This is an optimization exercise on Yosys and OpenROAD, whose aim is small area, not a production implementation.
In this exercise RTL edits were held to simulation tests only and were not proved equivalent to the original.
No activity file was given, so power comes from the tool's default toggle rates.

==> flow/design.v <==
module acq_chan (
    input  wire        clk,
    input  wire        rst,
    input  wire        en,
    input  wire        bit_en,
    input  wire        bit_in,
    input  wire        prot_dec,
    input  wire        met_dec,
    input  wire        p_shift,       
    input  wire        m_shift,       
    input  wire [4:0]  wp0,           
    input  wire [3:0]  wp1,
    input  wire [13:0] wm0,           
    input  wire [13:0] wm1,
    input  wire [12:0] wm2,
    input  wire        cfg_we,
    input  wire [8:0]  cfg_u,         
    input  wire [8:0]  cfg_l,         
    input  wire [3:0]  cfg_cm1,       
    input  wire [2:0]  cfg_act,
    input  wire        cfg_inv_trip,
    output wire [25:0] met_word,
    output reg         invalid,
    output reg         raised,
    output wire [2:0]  act
);
    wire clr  = rst || !en;
    wire step = en && bit_en;
    reg [8:0] u, l;
    reg [3:0] cm1;
    reg [2:0] act_r;
    reg       inv_trip;
    always @(posedge clk) begin
        if (rst) begin
            u        <= 9'd256;
            l        <= 9'd0;
            cm1      <= 4'd0;
            act_r    <= 3'd0;
            inv_trip <= 1'b1;
        end else if (cfg_we) begin
            u        <= cfg_u;
            l        <= cfg_l;
            cm1      <= cfg_cm1;
            act_r    <= cfg_act;
            inv_trip <= cfg_inv_trip;
        end
    end
    assign act = act_r;
    reg        last_bit;
    reg [8:0]  run_len;       
    reg [11:0] cnt;
    wire [8:0] run_next = (run_len != 9'd0 && bit_in == last_bit)
                          ? (run_len[8] ? run_len : run_len + 9'd1)
                          : 9'd1;
    wire long_run   = run_next[8];
    wire go_invalid = step && !invalid && long_run;
    wire go_valid   = step && invalid && !long_run && (cnt == 12'hfff);
    always @(posedge clk) begin
        if (clr) begin
            last_bit <= 1'b0;
            run_len  <= 9'd0;
            cnt      <= 12'd0;
            invalid  <= 1'b0;
        end else if (step) begin
            last_bit <= bit_in;
            run_len  <= run_next;
            if (go_invalid || go_valid || (invalid && long_run))
                cnt <= 12'd0;
            else if (invalid || cnt[8:0] != 9'h1ff)
                cnt <= cnt + 12'd1;
            if (go_invalid)
                invalid <= 1'b1;
            else if (go_valid)
                invalid <= 1'b0;
        end
    end
    wire prot_settled = (cnt[8:5] != 4'd0) || (cnt[4:0] == 5'h1f);            
    wire met_settled  = cnt[8] && (cnt[7] || (cnt[6:0] == 7'h7f));            
    reg  [8:0] pa0;           
    reg  [6:0] pa1;           
    wire [8:0] pa0n = pa0 + (bit_in ? {4'd0, wp0} : 9'd0);
    wire [6:0] pa1n = pa1 + (bit_in ? {3'd0, wp1} : 7'd0);
    always @(posedge clk) begin
        if (p_shift) begin
            pa0 <= {2'd0, pa1n};
            pa1 <= 7'd0;
        end else begin
            pa0 <= pa0n;
            pa1 <= pa1n;
        end
    end
    wire [8:0] pv = pa0n;     
    wire prot_ok = step && prot_dec && !invalid && !go_invalid && prot_settled;
    reg [3:0] wcnt;
    reg       w_above;
    wire above = pv > u;
    wire below = pv < l;
    wire same  = (wcnt != 4'd0) && (w_above == above);
    wire reach = (wcnt >= cm1);
    always @(posedge clk) begin
        if (clr || cfg_we || act_r == 3'd0) begin
            wcnt   <= 4'd0;
            raised <= 1'b0;
        end else if (go_invalid) begin
            wcnt <= 4'd0;
            if (inv_trip)
                raised <= 1'b1;
        end else if (prot_ok) begin
            if (!raised) begin
                if (above || below) begin
                    w_above <= above;
                    if (same ? reach : (cm1 == 4'd0)) begin
                        raised <= 1'b1;
                        wcnt   <= 4'd0;
                    end else
                        wcnt <= same ? wcnt + 4'd1 : 4'd1;
                end else
                    wcnt <= 4'd0;
            end else begin
                if (!above && !below) begin
                    if (reach) begin
                        raised <= 1'b0;
                        wcnt   <= 4'd0;
                    end else
                        wcnt <= wcnt + 4'd1;
                end else
                    wcnt <= 4'd0;
            end
        end
    end
    reg  [21:0] ma0;          
    reg  [20:0] ma1;          
    reg  [18:0] ma2;          
    wire [21:0] ma0n = ma0 + (bit_in ? {8'd0, wm0} : 22'd0);
    wire [20:0] ma1n = ma1 + (bit_in ? {7'd0, wm1} : 21'd0);
    wire [18:0] ma2n = ma2 + (bit_in ? {6'd0, wm2} : 19'd0);
    always @(posedge clk) begin
        if (m_shift) begin
            ma0 <= {1'b0, ma1n};
            ma1 <= {2'd0, ma2n};
            ma2 <= 19'd0;
        end else begin
            ma0 <= ma0n;
            ma1 <= ma1n;
            ma2 <= ma2n;
        end
    end
    wire met_ok = step && met_dec && !invalid && !go_invalid && met_settled;
    reg [21:0] mv;            
    reg        met_inv;
    always @(posedge clk) begin
        if (clr) begin
            mv      <= 22'h100000;        
            met_inv <= 1'b1;
        end else if (go_invalid) begin
            met_inv <= 1'b1;
        end else if (met_ok) begin
            mv      <= ma0n;
            met_inv <= 1'b0;
        end
    end
    wire [23:0] met_val = mv[21] ? 24'h7fffff : {~mv[20], mv[19:0], 3'b000};
    wire met_ovr = mv[21] || (mv[20:16] == 5'h1f)
                 || ((mv[20:17] == 4'd0) && (!mv[16] || mv[15:0] == 16'd0));
    assign met_word = {met_ovr, met_inv, met_val};
endmodule
module acq_xm16 (
    input  wire          clk,
    input  wire          rst,             
    input  wire          bit_en,          
    input  wire [15:0]   mdat,            
    input  wire [15:0]   ch_en,           
    input  wire          cfg_we,          
    input  wire [3:0]    cfg_ch,
    input  wire [15:0]   cfg_hi,
    input  wire [15:0]   cfg_lo,
    input  wire [4:0]    cfg_count,       
    input  wire [2:0]    cfg_act,         
    input  wire          cfg_inv_trip,
    output wire [415:0]  met_word,        
    output wire [15:0]   ch_invalid,      
    output wire [15:0]   win_raised,      
    output wire [3:0]    acq_prot,        
    output wire          acq_stream       
);
    reg [6:0] bit_cnt;
    always @(posedge clk) begin
        if (rst)
            bit_cnt <= 7'd0;
        else if (bit_en)
            bit_cnt <= bit_cnt + 7'd1;
    end
    wire prot_dec = bit_en && (bit_cnt[3:0] == 4'hf);
    wire met_dec  = bit_en && (bit_cnt == 7'h7f);
    wire p_shift  = prot_dec || rst;
    wire m_shift  = met_dec || rst;
    wire [3:0] ip  = bit_cnt[3:0];
    wire [4:0] wp0 = bit_en ? (5'd16 - {1'b0, ip}) : 5'd0;
    wire [3:0] wp1 = bit_en ? ip : 4'd0;
    wire [7:0]  n0  = 8'd128 - {1'b0, bit_cnt};           
    wire [15:0] sq0 = n0 * (n0 + 8'd1);
    wire [13:0] h0  = sq0[14:1];
    wire [13:0] sq2 = bit_cnt * (bit_cnt - 7'd1);
    wire [12:0] h2  = sq2[13:1];
    wire [14:0] h1  = 15'd16384 - {1'b0, h0} - {2'b0, h2};
    wire [13:0] wm0 = bit_en ? h0 : 14'd0;
    wire [13:0] wm1 = bit_en ? h1[13:0] : 14'd0;
    wire [12:0] wm2 = bit_en ? h2 : 13'd0;
    wire [8:0] cfg_u = (cfg_hi == 16'h7fff) ? 9'd256 : {1'b0, ~cfg_hi[15], cfg_hi[14:8]};
    wire [8:0] cfg_l = {1'b0, ~cfg_lo[15], cfg_lo[14:8]} + {8'd0, |cfg_lo[7:0]};
    wire [3:0] cfg_cm1 = cfg_count[3:0] - 4'd1;           
    wire [2:0] act [0:15];
    genvar c;
    generate
        for (c = 0; c < 16; c = c + 1) begin : g_ch
            acq_chan u_ch (
                .clk          (clk),
                .rst          (rst),
                .en           (ch_en[c]),
                .bit_en       (bit_en),
                .bit_in       (mdat[c]),
                .prot_dec     (prot_dec),
                .met_dec      (met_dec),
                .p_shift      (p_shift),
                .m_shift      (m_shift),
                .wp0          (wp0),
                .wp1          (wp1),
                .wm0          (wm0),
                .wm1          (wm1),
                .wm2          (wm2),
                .cfg_we       (cfg_we && (cfg_ch == c)),
                .cfg_u        (cfg_u),
                .cfg_l        (cfg_l),
                .cfg_cm1      (cfg_cm1),
                .cfg_act      (cfg_act),
                .cfg_inv_trip (cfg_inv_trip),
                .met_word     (met_word[26*c +: 26]),
                .invalid      (ch_invalid[c]),
                .raised       (win_raised[c]),
                .act          (act[c])
            );
        end
    endgenerate
    reg [3:0] prot_or;
    integer k;
    always @(*) begin
        prot_or = 4'd0;
        for (k = 0; k < 16; k = k + 1)
            if (win_raised[k])
                case (act[k][1:0])
                    2'd0: prot_or[3] = 1'b1;
                    2'd1: prot_or[0] = 1'b1;
                    2'd2: prot_or[1] = 1'b1;
                    2'd3: prot_or[2] = 1'b1;
                endcase
    end
    assign acq_prot   = prot_or;
    assign acq_stream = |ch_invalid;
endmodule
==> flow/run.sh <==
#!/bin/bash
# synth_recipe.tcl (not shown) runs the flow's synth.tcl, then flattens the netlist and writes it again
# the make line also repeats each setting of config.mk as NAME=value (left out here)
make -C /OpenROAD-flow-scripts/flow DESIGN_CONFIG=/design/flow/config.mk WORK_HOME=/design/flow/orfs CLKGATE_MAP_FILE= SYNTH_SCRIPT=/design/flow/synth_recipe.tcl finish
==> flow/config.mk <==
export PLATFORM = sky130hd
export DESIGN_NAME = acq_xm16
export DESIGN_NICKNAME = acq_xm16
export VERILOG_FILES = /design/flow/design.v
export SDC_FILE = /design/flow/constraint.sdc
export NUM_CORES = 4
export LEC_CHECK = 0
export CAP_MARGIN = 20
export CORE_MARGIN = 2
export CORE_UTILIZATION = 40
export SLEW_MARGIN = 20
==> flow/constraint.sdc <==
create_clock -name core_clock -period 14.0 [get_ports {clk}]
set_input_delay 2.8000 -clock core_clock [delete_from_list [all_inputs] [get_ports {clk}]]
set_output_delay 2.8000 -clock core_clock [all_outputs]
set_load 0.01 [all_outputs]
==> metrics.cfg <==
[synth]
ys_types = 116
mappedNetlistArea_um2 = 151000
synth_edf_count = 16
synth-seq-area-share = 0.333
syn_avg_cell_area_um2 = 8.07
yosysMostFrequentCell = dfxtp_1
synth-main-ff-cell = dfxtp_1
yosysWarningCount = 2
syn_inst = 18700
synth_largest_area_cell = dfxtp_1
synthTopCellsByArea = dfxtp_1, ha_1, nor2_1
synth_top_area_share = 0.330
synth-seq-cells = 2503
synth_common_cells = dfxtp_1, nor2_1, nand2_1
synthArstFlopShare = 0

[clocking]
cts_setup_buffers = 0
clockRootBuffer = clkbuf_16
cts_tree = built
insertion_delay_ps = 960
cts_resized = 0
cts.htree.levels = 5
cts-buffers-inserted = 298
clk_pin_slew_ps = 60
cts_hold_buf = 0
cts_sinks = 2503
cts_buffer_depth = 4

[setup_path]
crit_slowest_cell = xor2_4
path_max_fanout = 20
cp.arrival_ps = 12160
critPathKind = reg2reg
critPathMaxStageDelay_ps = 670
cp_common_cell = inv_1
required_ps = 14770
cp-end-kind = register
startpoint_type = register

[global_routing]
grt_max_degree = 174
antenna_found_initial = 73
grt_pass1_wl_um = 730000
grt_usage = 0.244
grt_pass1_vias = 123000
grt_overflow = 0

[power_and_ir_drop]
leakage_uw = 0.0728
powerDensity_nw_per_um2 = 262
power_uw = 44900
irDropWorstVdd_v = 0.00232

[sta]
final-hold-violation-count = 0
setup_tns_ps = 0
period_share = 0.813
period_needed_ps = 11380
relSlewSlack = 0.228
tightest_slew_ps = 1140
clock.fmax_ghz = 0.0878
setup_violations = 0
rsz0062_at_grt = false
report.final.slew_viol_count = 0
skew_ps = 49.7

[status]
outcome = finished clean

[place]
placed_area_um2 = 161000
globalplace.congestion = 0.904
dp_cells = 23600
dp_hpwl_um = 333000
portBuffers = 532

[final_layout]
fin_util = 0.457
fin_nets = 20500
fin_area_um2 = 171000
drive_gt1_frac = 0.0684
area_growth_pct = 13.6
layout.cells.non_filler = 24100

[floorplanning]
initial_core_util = 0.402
die_h_um = 618
core_area_um2 = 376000
core.rowCount = 225
dieArea_um2 = 382000
top_level_ports = 534
dieWidth_um = 618

[detailed_routing]
vias = 132000
initialDrtViolationCount = 10800
drc = 0
routed_wl_um = 483000
first_pass_iters = 6
wl_per_cell_um = 20.0
via_per_inst = 5.46
ant_nets = 0

[flow_run]
maxCapViolCount = 0

[worst_hold_path]
min_path_type = reg2reg

[worst max-delay path, delay by kind of cell (launching register included)]
kind / cells / cell delay [ps]
AO/OA/AOI/OAI: 4 / 1000
XOR/XNOR: 4 / 1260
adder cells (fa/ha/maj): 10 / 3940
buffers and inverters: 8 / 1610
flip-flops: 1 / 570
multiplexers: 1 / 100
AND/OR/NAND/NOR: 13 / 2620
[state kept, by name, indices dropped and copies added, names as in the netlist]
name,count
g_ch.u_ch.ma0,352
g_ch.u_ch.mv,352
g_ch.u_ch.ma1,336
g_ch.u_ch.ma2,304
g_ch.u_ch.cnt,192
g_ch.u_ch.l,144
g_ch.u_ch.pa0,144
g_ch.u_ch.run_len,144
g_ch.u_ch.u,144
g_ch.u_ch.pa1,112
g_ch.u_ch.cm1,64
g_ch.u_ch.wcnt,64
g_ch.u_ch.act_r,48
g_ch.u_ch.inv_trip,16
g_ch.u_ch.invalid,16
g_ch.u_ch.last_bit,16
g_ch.u_ch.met_inv,16
g_ch.u_ch.raised,16
g_ch.u_ch.w_above,16
bit_cnt,7
[logic make-up (layout without fill, tap and decap cells)]
kind of cell	Yosys count	in the layout	share of synthesized area
fa+ha+maj	1502	1502	0.133
simple gates	7734	7734	0.244
mux	266	266	0.0179
flops	2503	2503	0.333
other cells	2	60	0.0000498
buf+inv	1767	2164	0.0474
compound gates	3704	3704	0.154
xor+xnor	1217	1217	0.0708
[cell type report]
class | instances | area, um2
Timing Repair Buffer | 735 | 6880
Inverter | 896 | 3370
Clock inverter | 118 | 1670
Tap cell | 4994 | 6250
Fill cell | 37200 | 204000
Multi-Input combinational cell | 14400 | 94300
Antenna cell | 39 | 97.6
Sequential cell | 2503 | 50300
Clock buffer | 415 | 8650
[final timing paths]
path	from	endpoint	slack (ps)	cells after the start
worst max-delay path	bit_cnt[1]	g_ch[4].u_ch.ma0[20]	2620	40
worst min-delay path	g_ch[8].u_ch.act_r[2]	g_ch[8].u_ch.act_r[2]	450	2
worst max register to register	bit_cnt[1]	g_ch[4].u_ch.ma0[20]	2620	40
worst min register to register	g_ch[8].u_ch.act_r[2]	g_ch[8].u_ch.act_r[2]	450	2
[power breakdown]
group | total, uW | switching (uW) | internal, uW | leakage (uW)
logic | 28200 | 19700 | 8550 | 0.0473
registers | 8390 | 310 | 8080 | 0.0204
clock network | 8250 | 3330 | 4920 | 0.00506
total | 44900 | 23300 | 21500 | 0.0728
[cell usage in the layout (no fill, tap or decap), types with 59 or more instances in the layout]
master / count
nand2b_1: 169
xnor2_1: 582
mux2i_1: 241
o21bai_1: 89
o21a_1: 169
o211ai_1: 64
a211oi_1: 368
a31oi_1: 85
clkbuf_16: 308
dfxtp_1: 2484
or2_2: 376
a21o_1: 204
or3_1: 116
inv_1: 894
a21oi_1: 1252
nand3b_1: 59
nand2_1: 2222
fa_1: 160
nor2_1: 2218
clkdlybuf4s50_1: 516
o21ai_0: 857
and3_1: 724
and2_1: 265
nor2b_1: 216
ha_1: 1335
buf_4: 195
xor2_1: 601
or4_1: 77
nor3_1: 289
nor3b_1: 65
nor4_1: 129
nand4_1: 190
nand3_1: 456
[layer usage]
metal | GRT usage | wire length, um
met5 | 0 | 65
met4 | 0.105 | 22200
met3 | 0.0305 | 30500
met2 | 0.399 | 218000
met1 | 0.322 | 212000
[through the flow]
| stage | worst slack [ps] | hold WS (ps) |
|---|---|---|
| 2_1_floorplan | 4460 | 432 |
| 3_3_place_gp | 2850 | 438 |
| 3_5_place_dp | 2800 | 444 |
| 4_1_cts | 2710 | 451 |
| 5_1_grt | 2180 | 469 |
| 6_report | 2620 | 450 |

-- static timing again, ports no longer ideal --
No port has a modelled driver above. Below, the same layout with a new extraction and two added sets of constraints.
Step 1 (the two cells are an assumption about what drives the block):
set clk [get_ports {clk}]
set_driving_cell -lib_cell sky130_fd_sc_hd__clkbuf_16 $clk
set_driving_cell -lib_cell sky130_fd_sc_hd__buf_2 [delete_from_list [all_inputs] $clk]
Step 2 moves the port delays by t, midway between the first and last clock arrival at a register: inputs arrive t later, outputs are due t later. That takes back most of the time a late clock gives input paths.
Slacks: no drivers / after step 1 / after step 2; pairs: no drivers / after step 1.
shift t [ns]: 1.047
slack for setup (ns): 2.616 / 2.616 / 2.616
pins driven straight from the clock port: 1
After both steps this run still meets setup and hold. For this run, drivers alone change the setup slack by 0.000 ns; drivers and shift together by 0.000 ns.
